Context: an optimization exercise on an open-source flow, tuned for small area. The choices shown serve that exercise and are no tape-out recipe. Function was checked by simulation only, so behaviour that the tests miss may differ from the original. Power and IR drop assume default switching activity.

--- flow/config.mk ---
export PLATFORM = sky130hd
export DESIGN_NAME = pwm3
export DESIGN_NICKNAME = pwm3
export VERILOG_FILES = /design/flow/design.v
export SDC_FILE = /design/flow/constraint.sdc
export NUM_CORES = 4
export LEC_CHECK = 0
export ABC_AREA = 1
export CAP_MARGIN = 20
export CORE_MARGIN = 2
export CORE_UTILIZATION = 60
export CTS_BUF_LIST = sky130_fd_sc_hd__clkbuf_8
export CTS_CLUSTER_DIAMETER = 60
export CTS_CLUSTER_SIZE = 14
export PLACE_DENSITY = 0.7
export SLEW_MARGIN = 20
--- flow/constraint.sdc ---
create_clock -name core_clock -period 50.0 [get_ports {clk}]
set_input_delay 10.0000 -clock core_clock [delete_from_list [all_inputs] [get_ports {clk}]]
set_output_delay 10.0000 -clock core_clock [all_outputs]
set_load 0.01 [all_outputs]
--- flow/design.v ---
module pwm_dither (
    input  wire        clk,
    input  wire        run,
    input  wire [14:0] half,       
    input  wire [3:0]  dither,     
    input  wire [3:0]  port_id,
    input  wire [15:0] count,      
    input  wire [3:0]  cm1,        
    input  wire        down,       
    input  wire        ext,        
    input  wire        win,        
    output reg         first,      
    output wire        hbit        
);
    reg  [15:0] lfsr;
    reg  [12:0] nrange;            
    reg  [13:0] r;                 
    reg         ca, cb;            
    wire [3:0]  idx = ~(down ? cm1 : count[3:0]);
    wire [15:0] h16 = {1'b0, half};
    wire [15:0] nr16 = {3'b111, nrange};
    wire        hb  = h16[idx];
    wire        nrb = nr16[idx];
    wire        lb  = lfsr[15];       
    wire        lo  = (count[15:4] == 12'd0);
    wire        hi  = (count[15:4] == 12'd1);
    wire [7:0]  t     = {r[6:0], 1'b0} + (hb ? {4'd0, dither} : 8'd0);
    wire        ge200 = (t >= 8'd200);
    wire        ge100 = (t >= 8'd100);
    wire [7:0]  t_red = ge200 ? t - 8'd200 : (ge100 ? t - 8'd100 : t);
    wire [11:0] nr_dec = nrange[11:0] - {11'd0, ge200};
    wire [14:0] t2 = {r, lb};
    wire [14:0] sb = {1'b1, nrange, 1'b0};
    wire [15:0] bw;
    wire [14:0] df;
    assign bw[0] = 1'b1;
    genvar i;
    generate
        for (i = 0; i < 15; i = i + 1) begin : g_sub
            assign df[i]   = t2[i] ^ sb[i] ^ bw[i];
            assign bw[i+1] = (t2[i] & sb[i]) | (bw[i] & (t2[i] ^ sb[i]));
        end
    endgenerate
    wire [13:0] r_stp = bw[15] ? df[13:0] : t2[13:0];
    wire        r_en  = first ? hi : lo;
    wire        s1  = hb ^ r[0] ^ ca;
    wire        ca1 = (hb & r[0]) | (ca & (hb ^ r[0]));
    assign      hbit = s1 ^ nrb ^ cb;
    wire        cb1 = (s1 & nrb) | (cb & (s1 ^ nrb));
    always @(posedge clk) begin
        if (!run)
            r <= 14'd0;
        else if (down ? win : (r_en || (first && lo)))
            r <= down ? {1'b0, r[13:1]} :
                 (r_en ? r_stp : {7'd0, t_red[6:0] & {7{count[3:0] != 4'd15}}});
        if (ext) begin
            ca <= 1'b0;
            cb <= 1'b1;
        end else if (win) begin
            ca <= ca1;
            cb <= cb1;
        end
        if (!run) begin
            lfsr  <= 16'hACE1 ^ {12'd0, port_id};
            nrange <= 13'h1FFF;
            first <= 1'b1;
        end else begin
            if (r_en && !down)
                lfsr <= (count[3:0] == 4'd15) ?
                        {lfsr[15] ^ lfsr[1] ^ lfsr[2] ^ lfsr[4], lfsr[14:0]} :
                        {lfsr[14:0], lfsr[15]};
            if (first && lo) begin
                nrange <= {nr_dec, !(ge100 && !ge200)};
            end
            if (down)
                first <= 1'b0;
        end
    end
endmodule
module pwm_leg (
    input  wire        clk,
    input  wire        ext,        
    input  wire        down,       
    input  wire        first,      
    input  wire        win,        
    input  wire        hb,         
    input  wire        ld,         
    input  wire        fresh,      
    input  wire [15:0] count,
    input  wire [15:0] duty,
    input  wire [10:0] dead,
    output wire        gate_h,
    output wire        gate_l
);
    reg  [15:0] d;
    reg  [15:0] acc;
    reg  [15:0] thr;
    wire [15:0] opd = ~d & {16{hb}};
    wire [16:0] cy;
    wire [15:0] sm;
    assign cy[0] = hb;
    genvar i;
    generate
        for (i = 0; i < 16; i = i + 1) begin : g_add
            assign sm[i]   = acc[i] ^ opd[i] ^ cy[i];
            assign cy[i+1] = (acc[i] & opd[i]) | (cy[i] & (acc[i] ^ opd[i]));
        end
    endgenerate
    wire [15:0] acc_d = ext ? 16'd0 : (win ? {cy[16], sm[15:1]} : acc);
    always @(posedge clk) begin
        if (ext)
            d <= duty;
        acc <= acc_d;
        if (ld)
            thr <= acc_d;
    end
    wire        eq = (count == thr);
    reg         eq_r;
    reg         last_up;
    wire        up = down ? (ext || (last_up && !eq_r))
                          : (!first && (eq || (last_up && !ext)));
    reg  [10:0] q;
    wire [11:0] qb;
    wire [10:0] q_dec;
    assign qb[0] = 1'b1;
    generate
        for (i = 0; i < 11; i = i + 1) begin : g_dec
            assign q_dec[i] = q[i] ^ (qb[i] & !qb[11]);
            assign qb[i+1]  = qb[i] & !q[i];
        end
    endgenerate
    wire        qz   = qb[11];
    wire        same = !fresh && (up == last_up);
    always @(posedge clk) begin
        eq_r    <= eq;
        last_up <= up;
        q       <= !same ? dead : q_dec;
    end
    assign gate_h = !fresh && qz && last_up;
    assign gate_l = !fresh && qz && !last_up;
endmodule
module pwm3 (
    input  wire        clk,
    input  wire        rst,         
    input  wire        out_en,
    input  wire [3:0]  port_id,     
    input  wire [14:0] half,        
    input  wire [3:0]  dither,      
    input  wire [10:0] dead,        
    input  wire [15:0] duty_u,
    input  wire [15:0] duty_v,
    input  wire [15:0] duty_w,
    input  wire        trip_n,
    output wire        at_valley,
    output wire        at_peak,
    output wire [5:0]  gates,       
    output reg         hw_trip
);
    wire        run = out_en && !rst;
    reg  [15:0] count;             
    reg         down;              
    reg         ext;               
    reg  [15:0] hp;                
    reg  [4:0]  trip_cnt;
    reg         fresh;             
    assign at_valley = run && ext && !down;
    assign at_peak   = run && ext && down;
    wire [16:0] tog;
    wire [15:0] count_n;
    assign tog[0] = 1'b1;
    genvar i;
    generate
        for (i = 0; i < 16; i = i + 1) begin : g_cnt
            assign count_n[i] = count[i] ^ tog[i];
            assign tog[i+1]   = tog[i] & (count[i] ^ down);
        end
    endgenerate
    wire [3:0]  cm1 = count[3:0] - 4'd1;
    wire        win = (count[15:5] == 11'd0) &&
                      (count[4] ? (count[3:0] == 4'd0) : (count[3:0] != 4'd0));
    wire        last = down ? (count == 16'd1) : (!win && count_n == hp);
    wire        first;             
    wire        hbit;              
    pwm_dither u_dither (
        .clk(clk), .run(run), .half(half), .dither(dither), .port_id(port_id),
        .count(count), .cm1(cm1), .down(down), .ext(ext), .win(win),
        .first(first), .hbit(hbit)
    );
    wire        hb = down ? hbit : hp[0];
    always @(posedge clk) begin
        if (!run) begin
            count <= 16'd0;
            down  <= 1'b0;
            ext   <= 1'b1;
            hp    <= {1'b0, half};
        end else begin
            count <= count_n;
            ext   <= last;
            if (last) down <= !down;
            if (win) hp <= {hb, hp[15:1]};
        end
    end
    always @(posedge clk) begin
        if (!run) begin
            trip_cnt <= 5'd0;
            hw_trip  <= 1'b0;
        end else begin
            trip_cnt <= trip_n ? 5'd0 : trip_cnt + 5'd1;
            if (!trip_n && trip_cnt == 5'd24)
                hw_trip <= 1'b1;
        end
        fresh <= !run || hw_trip;
    end
    wire ld  = run && last;
    pwm_leg u_leg_u (.clk(clk), .ext(ext), .down(down), .first(first), .win(win), .hb(hb),
                     .ld(ld), .fresh(fresh), .count(count), .duty(duty_u), .dead(dead),
                     .gate_h(gates[0]), .gate_l(gates[1]));
    pwm_leg u_leg_v (.clk(clk), .ext(ext), .down(down), .first(first), .win(win), .hb(hb),
                     .ld(ld), .fresh(fresh), .count(count), .duty(duty_v), .dead(dead),
                     .gate_h(gates[2]), .gate_l(gates[3]));
    pwm_leg u_leg_w (.clk(clk), .ext(ext), .down(down), .first(first), .win(win), .hb(hb),
                     .ld(ld), .fresh(fresh), .count(count), .duty(duty_w), .dead(dead),
                     .gate_h(gates[4]), .gate_l(gates[5]));
endmodule
--- flow/flow/run.sh ---
#!/bin/bash
# The standard layout (the standard.sh: unchanged synthesis, floorplan,
# placement, CTS and routing), with two changes: the port buffers that global
# placement puts on every input and output are the smallest buffer cell, and
# the clock tree uses clkbuf_4 clusters of at most 10 sinks, without dummy
# loads.
set -euo pipefail
bash standard.sh finish \
    "BUFFER_PORTS_ARGS=-buffer_cell sky130_fd_sc_hd__buf_1" \
    "CTS_ARGS=-sink_clustering_enable -repair_clock_nets -buf_list sky130_fd_sc_hd__clkbuf_4 -sink_clustering_size 10 -sink_clustering_max_diameter 40 -dont_use_dummy_load" \
    > standard_flow.log 2>&1
--- flow/standard.sh ---
#!/bin/bash
# synth_recipe.tcl (not shown) runs the flow's synth.tcl, then flattens the netlist and writes it again
# the make line also repeats each setting of config.mk as NAME=value (left out here)
make -C /OpenROAD-flow-scripts/flow DESIGN_CONFIG=/design/flow/config.mk WORK_HOME=/design/flow/orfs CLKGATE_MAP_FILE= SYNTH_SCRIPT=/design/flow/synth_recipe.tcl "${@:-finish}"
==> results of run 1 <==
synthesized netlist by cell type, types with 2 or more instances:
library cell	count	area [um2]
inv_1	174	653
buf_6	2	22.5
edfxtp_1	122	3660
xor2_2	2	32.5
nor4_1	6	37.5
xnor2_1	39	342
nor2_4	4	45.0
dfxtp_1	148	2960
o211ai_1	16	120
o221ai_1	2	17.5
nand3_1	75	375
a22oi_1	4	30.0
fa_1	61	1220
o21ai_1	6	30.0
o22ai_1	3	18.8
ha_1	21	263
nor3_1	21	105
o21ai_2	3	26.3
buf_4	7	52.6
a221oi_1	5	43.8
o21ai_0	87	435
nand2_2	9	56.3
xor2_1	46	403
nand2_1	274	1030
o21a_1	6	45.0
clkbuf_1	47	176
a21oi_1	55	275
nand4_1	18	113
a211oi_1	40	300
clkinv_1	3	11.3
nor3b_1	2	15.0
inv_2	5	18.8
nor2_1	147	552
o31ai_1	2	15.0
or2_2	52	325
nand2_4	4	45.0
buf_2	12	60.1
worst paths after layout:
check,start,end,slack (ns),depth (start not counted)
setup / recovery,out_en,at_valley,29.03,7
hold / removal,trip_cnt[0]$_SDFF_PP0_,trip_cnt[0]$_SDFF_PP0_,0.47,1
setup reg to reg,count[0]$_SDFF_PN0_,u_leg_u.thr[14]$_DFFE_PP_,38.49,36
hold reg to reg,trip_cnt[0]$_SDFF_PP0_,trip_cnt[0]$_SDFF_PP0_,0.47,1
critical path, stage by stage:
cell and delay, ns:
buf_1 0.06, inv_1 0.04, nor2_2 0.06, buf_4 0.41
inv_2 0.08, nor3_1 0.13, buf_1 0.18
registers in the layout, indices dropped and copies added (netlist names), 5 cells and up:
register / count
u_dither.nrange: 13
u_leg_w.acc: 16
u_dither.r: 14
u_leg_v.thr: 16
u_leg_u.q: 11
count: 16
u_leg_u.acc: 16
u_leg_v.q: 11
u_leg_u.d: 16
u_leg_v.acc: 16
trip_cnt: 5
u_leg_w.q: 11
u_leg_w.d: 16
hp: 16
u_leg_w.thr: 16
u_leg_v.d: 16
u_leg_u.thr: 16
u_dither.lfsr: 16
final cells by class:
type | count | area share
multi-input combinational | 1021 | 0.433
sequential | 270 | 0.445
antenna | 1 | 0.000168
timing repair buffer | 104 | 0.0287
inverter | 183 | 0.0462
clock buffer | 41 | 0.0207
tap | 319 | 0.0268
report_power, final:
| group | internal [mW] | total [mW] | switching [mW] | leakage [nW] |
|---|---|---|---|---|
| clock | 0.0377 | 0.107 | 0.0690 | 0.189 |
| sequential | 0.240 | 0.246 | 0.00537 | 2.40 |
| combinational | 0.0175 | 0.0462 | 0.0287 | 3.22 |
| total | 0.296 | 0.399 | 0.103 | 5.80 |
logic make-up (layout without fill, tap and decap cells):
family / count (synthesis) / count (layout) / synth area share
and+or+nand+nor: 618 / 618 / 0.197
DFF: 270 / 270 / 0.471
buffers and inverters: 252 / 328 / 0.0714
AOI/OAI and AO/OA: 233 / 233 / 0.0988
xor gates and xnor gates: 87 / 87 / 0.0553
adders and majority gates: 82 / 82 / 0.106
muxes: 1 / 1 / 0.000801
other: 0 / 1 / 0
per-stage QoR:
stage,hold slack (ns),utilization
after floorplan,0.430,-
after global placement,0.449,0.627
after detailed placement,0.462,0.627
after CTS,0.476,0.640
after global routing,0.512,0.641
final,0.467,0.641
routing by layer:
metal  vias up  GRT usage  wire (um)  share of wire
met5         -          0          0              0
met2       225      0.408      13600           0.48
met3        55     0.0369       1270          0.045
met1      4647      0.311      12800           0.45
met4         0     0.0866        714          0.025
li1       5199          -          -              -
==> impl_metrics.tcl, run 1 <==
set metrics [dict create \
    status "timing/DRC/antenna clean" \
    postCtsHoldBufs 0 \
    avgSynthCellArea_um2 9.11 \
    relSlewSlack 0.436 \
    cts.path.max_buffers 3 \
    grt-ovfl-total 0 \
    hp-class "flip-flop to flip-flop" \
    min_period_ns 20.97 \
    finalHoldViolCount 0 \
    crit_path_end_kind "primary output" \
    max_freq_ghz 0.0477 \
    seqCellArea_um2 6630 \
    finalSetupViolCount 0 \
    numPortBuffers 94 \
    ys_warn_count 3 \
    fin_crit_sh 0.419 \
    dpl_cell_area_um2 14600 \
    worstSetupPathType "input pin to primary output" \
    leakage_nw 5.80 \
    grt_pass1_wl_um 47100 \
    clkTransAtPathRegs_ns 0.06 \
    stdcell_area_um2 14900 \
    required_ns 40.00 \
    synthFlopType "dfxtp_1" \
    vdd_drop_max_uv 19.1 \
    ant_nets 0 \
    multi_input_area_um2 6440 \
    fin_ws_ns 29.03 \
    drv_cap 0 \
    cp-start-kind "input pin" \
    netlist_instances 1543 \
    clock_sinks 270 \
    gp_congestion 0.870 \
    seq_area_frac_synth 0.471 \
    syn_area_um2 14100 \
    final_cells 1939 \
    die_w_um 157 \
    dp.cells 1897 \
    cts_tree "done" \
    cts-root-buf "clkbuf_4" \
    synth_edf_count 122 \
    nets 1789 \
    syn2layout_area_growth_pct 6.01 \
    pwr_density_cell_nw_per_um2 26.8 \
    fin_setup_tns_ns 0 \
    cts_setup_buffers 0 \
    clock_skew_ns 0.0969 \
    io_pins 95 \
    core_um2 23300 \
    first_global_vias 9743 \
    drt_iter0_drc 650 \
    postSynth.asyncResetShare 0 \
    drt_pass1_iterations 7 \
    post_drt_wl_per_cell_um 14.6 \
    initial_core_util 0.604 \
    cts_max_level 2 \
    final_common_cell "nand2_1" \
    rsz0062_at_grt "false" \
    insertion_delay_ns 0.67 \
    grt_antenna_before_repair 1 \
    drc 0 \
    rows 56 \
    vias 10100 \
    drt_wl_total_um 28400 \
    worst_slew_pin_slew_ns 0.846 \
    slew_violations 0 \
    synth_nets 1711 \
    hpwl_um 20500 \
    synth_cell_type_count 50 \
    viasPerCell 5.22 \
    ys_ff_latch 270 \
    drive_gt1_frac 0.0883 \
    die_h_um 157 \
    fillerInstances 2016 \
    cts-resized-gates 0 \
    cp_data_arrival_time_ns 10.97 \
    path_max_fanout 43 \
    fin_total_pwr_uw 399 \
    pre_cts_slack_ns 29.04 \
    grt_max_degree 85 \
    mostFrequentLayoutCells "nand2_1, inv_1, dfxtp_1" \
    gr-usage-all-layers 0.239 \
    dieArea_um2 24700 \
    cts_buffers 41 \
]
==> inputs of run 2 (changes only) <==
==> flow/flow/run.sh (replaced) <==
#!/bin/bash
# The standard layout (the standard.sh: unchanged synthesis, floorplan,
# placement, CTS and routing), with two changes: the port buffers that global
# placement puts on every input and output are the smallest buffer cell, and
# the clock tree uses clkbuf_8 clusters of at most 14 sinks, without dummy
# loads.
set -euo pipefail
bash standard.sh finish \
    "BUFFER_PORTS_ARGS=-buffer_cell sky130_fd_sc_hd__buf_1" \
    "CTS_ARGS=-sink_clustering_enable -repair_clock_nets -buf_list sky130_fd_sc_hd__clkbuf_8 -sink_clustering_size 14 -sink_clustering_max_diameter 60 -dont_use_dummy_load" \
    > standard_flow.log 2>&1
==> run 2 against run 1 <==
  * Synthesized cell count did not move
  * Global-route usage decreased by 0.23 points
  * Area after synthesis stayed put
==> impl_metrics.tcl, run 2 <==
set metrics [dict create \
    postCtsHoldBufs 0 \
    drc 0 \
    r2r_start "count[0]$_SDFF_PN0_" \
    pre_cts_slack_ns 29.04 \
    grt-ovfl-total 0 \
    drive_gt1_frac 0.0798 \
    min_to "trip_cnt[0]$_SDFF_PP0_" \
    p_clk_frac 0.282 \
    io_pins 95 \
    cts_max_level 1 \
    met2_usage 0.411 \
    synthFlopType "dfxtp_1" \
    diodes 0 \
    stdcell_area_um2 14900 \
    nets 1774 \
    netlist_instances 1543 \
    pwr_density_cell_nw_per_um2 27.2 \
    syn2layout_area_growth_pct 6.35 \
    cts-resized-gates 0 \
    hold_path_depth 1 \
    vdd_drop_max_uv 25.6 \
    met3_usage 0.0317 \
    first_global_vias 9623 \
    gr-usage-all-layers 0.237 \
    min_period_ns 20.98 \
    post_drt_wl_per_cell_um 14.8 \
    sw_frac_of_total 0.253 \
    relSlewSlack 0.438 \
    numPortBuffers 94 \
    power_frac_comb 0.114 \
    crit_path_end_kind "primary output" \
    ant_nets 0 \
    final_common_cell "nand2_1" \
    insertion_delay_ns 0.57 \
    pwr-share-seq 0.604 \
    required_ns 40.00 \
    hpwl_um 20500 \
    gp_congestion 0.870 \
    r2r_setup_slack_ns 38.48 \
    dieArea_um2 24700 \
    vias 10000 \
    hp-class "flip-flop to flip-flop" \
    ys_warn_count 3 \
    worstSetupPathType "input pin to primary output" \
    p_switching_uw 103 \
    synth_nets 1711 \
    grtUsageMet1 0.312 \
    status "timing/DRC/antenna clean" \
    cp_data_arrival_time_ns 10.98 \
    worst_slew_pin_slew_ns 0.843 \
    core_um2 23300 \
    synth_edf_count 122 \
    clock_skew_ns 0.0710 \
    postSynth.asyncResetShare 0 \
    cts.path.max_buffers 3 \
    synth_common_cells "nand2_1, inv_1, dfxtp_1" \
    cts_setup_buffers 0 \
    rsz0062_at_grt "false" \
    finalSetupViolCount 0 \
    dpl_cell_area_um2 14600 \
    fin_ws_ns 29.02 \
    initial_core_util 0.604 \
    drv_cap 0 \
    cp-start-kind "input pin" \
    fin_crit_sh 0.420 \
    seq_area_frac_synth 0.471 \
    gr-max-usage-layer "met2" \
    cts_buffers 26 \
    rr_worst_depth 36 \
    drt_pass1_iterations 5 \
    p_int_uw 304 \
    post-synth-top-count-cell "nand2_1" \
    clkTransAtPathRegs_ns 0.09 \
    fin_total_pwr_uw 407 \
    die_w_um 157 \
    clock_sinks 270 \
    synth.area.top_cells "edfxtp_1, dfxtp_1, fa_1, nand2_1, inv_1" \
    slew_violations 0 \
    cts-root-buf "clkbuf_8" \
    die_h_um 157 \
    leakage_nw 5.80 \
    drt_wl_total_um 28400 \
    yosysTopAreaCell "edfxtp_1" \
    max_freq_ghz 0.0477 \
    synth_cell_type_count 50 \
    timing.rr.end "u_leg_u.thr[14]$_DFFE_PP_" \
    grt_antenna_before_repair 0 \
    viasPerCell 5.22 \
    finalHoldViolCount 0 \
    yosysTopAreaCellShare 0.261 \
    rows 56 \
    path_max_fanout 43 \
    mostFrequentLayoutCells "nand2_1, inv_1, dfxtp_1" \
    ys_ff_latch 270 \
    syn_area_um2 14100 \
    grt_max_degree 85 \
    grt_pass1_wl_um 46900 \
    avgSynthCellArea_um2 9.11 \
    hp-start "trip_cnt[0]$_SDFF_PP0_" \
    drt_iter0_drc 594 \
    fin_setup_tns_ns 0 \
    cts_tree "done" \
]
run 2: cell counts after synthesis:
No cell type changed its count.
run 2: cells by family (layout without fill, tap and decap cells):
group / Yosys count / in the layout / synth area share
mux: 1 / 1 / 0.000801
xor+xnor: 87 / 87 / 0.0553
fa+ha+maj: 82 / 82 / 0.106
simple gates: 618 / 618 / 0.197
compound gates: 233 / 233 / 0.0988
buf+inv: 252 / 313 / 0.0714
flops: 270 / 270 / 0.471
run 2: metal layers:
layer  vias up  part of all wire
met5         -                 0
li1       5144                 -
met4         0             0.026
met2       233              0.48
met3        58             0.045
met1      4602              0.45
run 2: worst max-delay path, cell delays in order:
cell	delay [ns]
buf_1	0.06
inv_1	0.04
nor2_2	0.06
buf_4	0.41
inv_2	0.08
nor3_1	0.14
buf_1	0.17
run 2: how the worst max path moves through the flow:
stage | start | endpoint | slack (ns) | cells past startpoint
6_report | out_en | at_peak | 29.02 | 7
5_1_grt | out_en | at_valley | 28.88 | 7
4_1_cts | out_en | at_valley | 29.03 | 7
3_5_place_dp | out_en | at_valley | 29.04 | 7
3_3_place_gp | out_en | at_peak | 29.03 | 7
2_1_floorplan | out_en | at_peak | 28.90 | 6
run 2: power groups by stage:
stage | sequential [mW] | clock [mW] | combinational [mW]
after floorplan | 0.249 | 0 | 0.0349
after global placement | 0.251 | 0 | 0.0451
after detailed placement | 0.251 | 0 | 0.0466
after CTS | 0.246 | 0.118 | 0.0467
after global routing | 0.247 | 0.126 | 0.0541
final | 0.246 | 0.115 | 0.0462
run 2: through the flow:
stage / utilization / std cells / hold slack (ns)
after detailed placement: 0.627 / 1897 / 0.462
after floorplan: - / 1543 / 0.430
final: 0.643 / 1923 / 0.473
after CTS: 0.643 / 1923 / 0.480
after global routing: 0.643 / 1923 / 0.506
after global placement: 0.627 / 1897 / 0.449
run 2: area by class of cell:
type | count | area [um2]
clock buffers | 26 | 358
inverters | 183 | 688
well taps | 319 | 399
fillers | 2003 | 8310
multi-input cells | 1021 | 6440
repair buffers | 104 | 428
flip-flops and latches | 270 | 6630
==> inputs of run 3 (changes only) <==
--- a/flow/config.mk
+++ b/flow/config.mk
@@ -9,8 +9,5 @@
 export CAP_MARGIN = 20
 export CORE_MARGIN = 2
-export CORE_UTILIZATION = 60
-export CTS_BUF_LIST = sky130_fd_sc_hd__clkbuf_8
-export CTS_CLUSTER_DIAMETER = 60
-export CTS_CLUSTER_SIZE = 14
-export PLACE_DENSITY = 0.7
+export CORE_UTILIZATION = 75
+export PLACE_DENSITY = 0.85
 export SLEW_MARGIN = 20
==> run 3 against run 2 <==
  * Non-clock buffer count did not move
  * Critical endpoint unchanged
  * Die area fell by 20%
  * Utilization rose by 16 points
  * Largest power group unchanged
==> impl_metrics.tcl, run 3 <==
set metrics [dict create \
    p_switching_uw 101 \
    vdd_drop_max_uv 28.1 \
    p_int_uw 301 \
    ys_warn_count 3 \
    hpwl_um 20600 \
    dieArea_um2 19900 \
    post-synth-top-count-cell "nand2_1" \
    vias 10500 \
    critPathBufInv 5 \
    drive_gt1_frac 0.0787 \
    seq_area_frac_synth 0.471 \
    power_frac_comb 0.117 \
    drv_cap 0 \
    cts_buffers 24 \
    synthFlopType "dfxtp_1" \
    post_drt_wl_per_cell_um 15.7 \
    drt_wl_total_um 28800 \
    timing.rr.end "u_leg_u.thr[14]$_DFFE_PP_" \
    hp-start "u_leg_v.q[10]$_DFF_P_" \
    postCtsHoldBufs 0 \
    dpl_cell_area_um2 14500 \
    clock_skew_ns 0.0686 \
    gp_congestion 0.922 \
    netlist_instances 1543 \
    grt_pass1_wl_um 47900 \
    grt-ovfl-total 0 \
    hp-class "flip-flop to flip-flop" \
    rsz0062_at_grt "false" \
    max_freq_ghz 0.0467 \
    cts_tree "done" \
    min_period_ns 21.40 \
    cts_setup_buffers 0 \
    nets 1772 \
    p_clk_frac 0.272 \
    rows 50 \
    cts.path.max_buffers 3 \
    min_to "u_leg_v.q[10]$_DFF_P_" \
    first_global_vias 10500 \
    fillerInstances 1243 \
    finalSetupViolCount 0 \
    gr-usage-all-layers 0.298 \
    ys_ff_latch 270 \
    leakage_nw 5.79 \
    pwr_density_cell_nw_per_um2 27.2 \
    drc 0 \
    die_h_um 141 \
    crit_path_end_kind "primary output" \
    cpMaxStageDelayCell "buf_4" \
    required_ns 40.00 \
    r2r_setup_slack_ns 38.47 \
    synth_cell_type_count 50 \
    syn_area_um2 14100 \
    avgSynthCellArea_um2 9.11 \
    grt_max_degree 88 \
    worst_slew_pin_slew_ns 0.884 \
    cts-resized-gates 0 \
    sw_frac_of_total 0.252 \
    worstSetupPathType "input pin to primary output" \
    postSynth.asyncResetShare 0 \
    numPortBuffers 94 \
    yosysTopAreaCellShare 0.261 \
    drt_iter0_drc 803 \
    clkTransAtPathRegs_ns 0.09 \
    relSlewSlack 0.411 \
    core_um2 18500 \
    io_pins 95 \
    diodes 0 \
    fin_crit_sh 0.428 \
    cp-start-kind "input pin" \
    hold_path_depth 2 \
    fin_setup_tns_ns 0 \
    yosysTopAreaCell "edfxtp_1" \
    seqCellArea_um2 6630 \
    grt_antenna_before_repair 0 \
    final_common_cell "nand2_1" \
    multi_input_area_um2 6440 \
    mostFrequentLayoutCells "nand2_1, inv_1, dfxtp_1" \
    final_core_util 0.800 \
    critPathTopFamily "buffers and inverters" \
    finalHoldViolCount 0 \
    r2r_start "count[0]$_SDFF_PN0_" \
    clock_sinks 270 \
    synth.area.top_cells "edfxtp_1, dfxtp_1, fa_1, nand2_1, inv_1" \
    die_w_um 141 \
    synth_common_cells "nand2_1, inv_1, dfxtp_1" \
    cts_max_level 1 \
    rr_worst_depth 36 \
    viasPerCell 5.74 \
    drt_pass1_iterations 6 \
    crit_chain "buf_1 -> nor2_2 -> buf_4 -> inv_2 -> buf_4 -> nor3_1 -> buf_1" \
    pwr-share-seq 0.611 \
    status "timing/DRC/antenna clean" \
    ant_nets 0 \
    initial_core_util 0.759 \
    synth_nets 1711 \
    stdcell_area_um2 14800 \
    cp_data_arrival_time_ns 11.40 \
    syn2layout_area_growth_pct 5.39 \
    synth_edf_count 122 \
    slowest_delay_ns 0.39 \
    path_max_fanout 65 \
    insertion_delay_ns 0.57 \
    cts-root-buf "clkbuf_8" \
    slew_violations 0 \
]
## run 3: cell counts after synthesis
No cell type changed its count.
## run 3: layout make-up
class,instances,share of cell area
Sequential cell,270,0.448
Inverter,183,0.0465
Tap cell,234,0.0198
Timing Repair Buffer,104,0.0289
Multi-Input combinational cell,1021,0.435
Clock buffer,24,0.0223
## run 3: worst reg2reg max path, delay by kind of cell, from the launching register on
family	cells	cell delay (ns)
AOI/OAI and AO/OA	3	0.64
adders and majority gates	19	7.84
DFF	1	0.72
and+or+nand+nor	9	1.13
buffers and inverters	5	0.96
## run 3: worst max-delay path by stage
stage           start        end  slack (ns)  cells after the start
3_3_place_gp   out_en  at_valley       28.65                      8
6_report          rst    at_peak       28.60                      7
4_1_cts           rst    at_peak       28.63                      7
3_5_place_dp      rst    at_peak       28.63                      7
2_1_floorplan  out_en    at_peak       28.90                      6
5_1_grt        out_en    at_peak       28.49                      8
## run 3: cells by family (layout without fill, tap and decap cells)
| logic type | Yosys count | after routing | synth area share |
|---|---|---|---|
| AOI/OAI and AO/OA | 233 | 233 | 0.0988 |
| buffers and inverters | 252 | 311 | 0.0714 |
| muxes | 1 | 1 | 0.000801 |
| and+or+nand+nor | 618 | 618 | 0.197 |
| DFF | 270 | 270 | 0.471 |
| xor gates and xnor gates | 87 | 87 | 0.0553 |
| adders and majority gates | 82 | 82 | 0.106 |
## run 3: per-stage QoR
stage / hold slack [ns] / total power, mW / setup slack [ns] / std cells
after floorplan: 0.430 / 0.284 / 28.90 / 1543
after global placement: 0.445 / 0.295 / 28.65 / 1812
after detailed placement: 0.460 / 0.297 / 28.63 / 1812
after CTS: 0.476 / 0.404 / 28.63 / 1836
after global routing: 0.505 / 0.420 / 28.49 / 1836
final: 0.474 / 0.402 / 28.60 / 1836
## run 3: power by group through the flow
stage	registers (mW)	clock network, mW	logic [mW]
floorplan	0.249	0	0.0349
global route	0.247	0.119	0.0543
global placement	0.250	0	0.0442
CTS	0.246	0.111	0.0472
finish	0.246	0.109	0.0470
detailed placement	0.251	0	0.0467
## run 3: layer usage
metal	track usage	routed length, um	part of all wire	vias up
li1	-	-	-	5159
met1	0.373	11700	0.41	4953
met2	0.518	14300	0.50	332
met3	0.0408	1500	0.052	102
met4	0.137	1300	0.045	0
met5	0	0	0	-

## re-timing with driven ports
In the flow no input, the clock included, has a driving cell. The finished layouts below were timed again as built, in two steps.
Step 1, drivers: a clkbuf_16 drives clk and a buf_2 each remaining input, both assumed.
Step 2 moves the port delays by t, midway between the first and last clock arrival at a register: inputs arrive t later, outputs are due t later. That takes back most of the time a late clock gives input paths.
Three values: no drivers, after step 1, after step 2; two values: the first two.
run	t (ns)	slack for setup (ns)	hold WS [ns]	worst setup path at the end	clock arrival spread, ns
run 1	0.659	29.031 / 29.006 / 29.006	0.467 / 0.467 / 0.467	input to output	0.097 / 0.097
run 2	0.584	29.025 / 29.000 / 29.000	0.473 / 0.473 / 0.473	input to output	0.072 / 0.071
run 3	0.575	28.604 / 28.578 / 28.578	0.474 / 0.474 / 0.474	input to output	0.069 / 0.069
After both steps setup and hold are still met in every run listed. The setup slack of run 3, which loses most, moves by -0.026 ns with the drivers and by -0.026 ns with both steps.
